From an optimization exercise on the open Yosys and OpenROAD flow, aimed at small area and a short achievable clock period; shortcuts taken in it are not production practice.
RTL that was checked went through simulation tests only; none was proved equivalent to the original.

## mole_lane_rx
module mole_lane_rx (
    input  wire        clk,
    input  wire        rst,
    input  wire        in_valid,
    input  wire [1:0]  in_hdr,
    input  wire [63:0] in_data,
    output reg         out_valid,
    output reg  [1:0]  out_hdr,
    output reg  [63:0] out_data,
    output reg         sig_valid,
    output wire [7:0]  sig_code,
    output wire [39:0] sig_arg,
    output reg         frm_valid,
    output reg         frm_good,
    output reg  [1:0]  frm_class,
    output reg  [15:0] frm_seq,
    output reg  [6:0]  frm_dest,
    output reg  [6:0]  frm_words,
    output reg         aln_valid,
    output reg  [3:0]  aln_lane,
    output reg  [1:0]  aln_port,
    output reg  [15:0] aln_seq,
    output reg  [4:0]  aln_bip_errs,
    output reg  [15:0] cnt_block_err,
    output reg  [15:0] cnt_signal_bad,
    output reg  [15:0] cnt_crc_err,
    output reg  [15:0] cnt_bip_err,
    output reg         frozen,
    output reg         lane_drop
);
    localparam [7:0] T_IDLE  = 8'h1E;
    localparam [7:0] T_SIG   = 8'h2D;
    localparam [7:0] T_LINK  = 8'h33;
    localparam [7:0] T_ALIGN = 8'h4B;
    localparam [7:0] T_TRAIN = 8'h55;
    localparam [7:0] T_FSTA  = 8'h78;
    localparam [7:0] T_FEND  = 8'h87;
    localparam [31:0] FSTA_SEED = 32'hF0958FA1;
    reg  [57:0] hist;
    wire [121:0] ext = {in_data, hist};
    reg  [63:0] desc;
    integer k;
    always @(*) begin
        for (k = 0; k < 64; k = k + 1)
            desc[k] = ext[58 + k] ^ ext[58 + k - 39] ^ ext[k];
    end
    wire is_data  = (in_hdr == 2'b01);
    wire is_ctrl  = (in_hdr == 2'b10);
    wire hdr_bad  = !is_data && !is_ctrl;
    wire is_raw   = is_ctrl && (in_data[7:0] == T_ALIGN || in_data[7:0] == T_TRAIN);
    wire is_align = is_ctrl && (in_data[7:0] == T_ALIGN);
    wire [63:0] payload = is_raw ? in_data : desc;
    wire [7:0]  ctype   = desc[7:0];
  ...
For scale: ~2,300 cells after synthesis, ~420 flip-flops, ~24,000 µm² of cells after synthesis.
Settings: LEC_CHECK=0, CAP_MARGIN=20, CORE_MARGIN=2, CORE_UTILIZATION=60, CTS_CLUSTER_DIAMETER=140, CTS_CLUSTER_SIZE=27, SLEW_MARGIN=20; clock period 9.0 ns.
standard.sh (not shown) runs the stock make flow with config.mk's settings and CLKGATE_MAP_FILE= SYNTH_SCRIPT=/design/flow/synth_recipe.tcl, a recipe that flattens the netlist after the stock synthesis.
==> flow/flow/run.sh <==
#!/bin/bash
# Standard layout, with fast port buffers and a tighter setup target for
# timing repair. Each tool's output goes to the ORFS logs under orfs/logs;
# make's own output goes to flow_make.log.
set -euo pipefail
bash standard.sh "BUFFER_PORTS_ARGS=-buffer_cell sky130_fd_sc_hd__buf_2" SETUP_SLACK_MARGIN=5.95 finish > flow_make.log 2>&1
Rerun with:
--- a/flow/flow/run.sh
+++ b/flow/flow/run.sh
@@ -5,2 +5,2 @@
 set -euo pipefail
-bash standard.sh "BUFFER_PORTS_ARGS=-buffer_cell sky130_fd_sc_hd__buf_2" SETUP_SLACK_MARGIN=5.95 finish > flow_make.log 2>&1
+bash standard.sh "BUFFER_PORTS_ARGS=-buffer_cell sky130_fd_sc_hd__buf_2" SETUP_SLACK_MARGIN=5.8 finish > flow_make.log 2>&1
Settings changed: CORE_UTILIZATION 60 to 40.
Clock skew climbs by 14 ps.
Area after synthesis is unchanged.
Global-route usage shrinks by 11 points.
Flip-flop and latch count stays the same.
Synthesized cell count is unchanged.
First-iteration DRC count decreases by 8.0%.
Maximum frequency falls by 4.0%.
Rerun with:
==> flow/flow/run.sh (replaced) <==
#!/bin/bash
# The standard layout (standard.sh, the standard flow's own ORFS flow and synthesis),
# with two changes: the port buffers are buf_2 cells, and timing repair aims
# for 5.8 ns of setup slack. The ORFS tools write their full logs under
# orfs/logs/; make's own output goes to flow_make.log in this folder.
set -euo pipefail
bash standard.sh "BUFFER_PORTS_ARGS=-buffer_cell sky130_fd_sc_hd__buf_2" SETUP_SLACK_MARGIN=5.8 finish > flow_make.log 2>&1
Settings changed: CORE_UTILIZATION 40 to 60.
What happened: Via count is higher by 1.9%. Cell area goes down by 1.5%. Area after synthesis stays the same. Sequential cell count stays the same.
Rerun with:
==> flow/flow/run.sh (replaced) <==
#!/bin/bash
# Standard layout, with fast port buffers and a tighter setup target for
# timing repair. Each tool's output goes to the ORFS logs under orfs/logs;
# make's own output goes to flow_make.log.
set -euo pipefail
bash standard.sh "BUFFER_PORTS_ARGS=-buffer_cell sky130_fd_sc_hd__buf_2" SETUP_SLACK_MARGIN=5.8 finish > flow_make.log 2>&1
What happened:
- The new run completed without violations
- design area is unchanged
- wire length is unchanged
- non-clock buffer count is unchanged
Rerun with:
--- a/flow/flow/run.sh
+++ b/flow/flow/run.sh
@@ -5,2 +5,2 @@
 set -euo pipefail
-bash standard.sh "BUFFER_PORTS_ARGS=-buffer_cell sky130_fd_sc_hd__buf_2" SETUP_SLACK_MARGIN=5.8 finish > flow_make.log 2>&1
+bash standard.sh "BUFFER_PORTS_ARGS=-buffer_cell sky130_fd_sc_hd__buf_2" SETUP_SLACK_MARGIN=5.7 finish > flow_make.log 2>&1
The changed run completed without violations.
Fmax went down by a few percent.
Worst setup slack got worse by 72 ps.
Via count went down slightly.
Design area went down slightly.
Clock-buffer cell count went down by 2.
Register-to-register slack got worse by 130 ps.


mole_lane_rx, a different RTL version from the one above (not shown whole).
Size in the first run: roughly 410 flip-flops, about 23000 µm² of cells after synthesis.
clock: 9.0 ns
lec_check: 0
cap_margin: 20
core_margin: 2
core_utilization: 40
setup_slack_margin: 5
slew_margin: 20
run.sh (not shown) runs the stock make flow with config.mk's settings and CLKGATE_MAP_FILE= SYNTH_SCRIPT=/design/flow/synth_recipe.tcl, a recipe that flattens the netlist after the stock synthesis.
Stock flow here: none of the scripts above is used.
Then changed:
--- a/flow/config.mk
+++ b/flow/config.mk
@@ -9,4 +9,3 @@
 export CORE_MARGIN = 2
 export CORE_UTILIZATION = 40
-export SETUP_SLACK_MARGIN = 5
 export SLEW_MARGIN = 20
After rerunning:
- The new run passed the timing, design-rule and antenna checks
- worst setup slack degrades by 0.56 ns
- global-route usage went up by 0.37 points
- worst hold slack gains 0.011 ns
- cell count hardly moves
Function was not checked in any run of this note: the RTL went through the layout flow alone.

[re-timing with driven ports]
The flow's constraints put no driver on any port. The routed layouts listed below were extracted and timed again, unchanged, in two steps.
Step 1 (the two cells are an assumption about what drives the block):
set clk [get_ports {clk}]
set_driving_cell -lib_cell sky130_fd_sc_hd__clkbuf_16 $clk
set_driving_cell -lib_cell sky130_fd_sc_hd__buf_2 [delete_from_list [all_inputs] $clk]
Step 2 moves the port delays by t, midway between the first and last clock arrival at a register: inputs arrive t later, outputs are due t later. That takes back most of the time a late clock gives input paths.
a / b / c = ideal / step 1 / step 2; a / b = the first two.
run	shift t [ns]	setup slack, ns	worst setup path after step 2	worst data-port slew with drivers (ns)	pins driven straight from the clock port
the first run of note 1	0.621	5.920 / 5.893 / 5.297	input to register	0.08	1
the second run of note 1	0.611	5.791 / 5.748 / 5.225	input to register	0.05	1
the third run of note 1	0.618	5.794 / 5.737 / 5.215	input to register	0.05	1
the fourth run of note 1	0.618	5.794 / 5.737 / 5.215	input to register	0.05	1
the fifth run of note 1	0.605	5.723 / 5.666 / 5.178	input to register	0.04	1
the first run of note 2	0.647	5.029 / 4.972 / 4.546	input to register	0.07	1
the second run of note 2	0.655	4.473 / 4.483 / 3.828	input to register	0.07	1
After both steps every run listed still meets setup and hold. For the second run of note 2, which loses most, drivers alone change the setup slack by +0.010 ns; drivers and shift together by -0.645 ns.
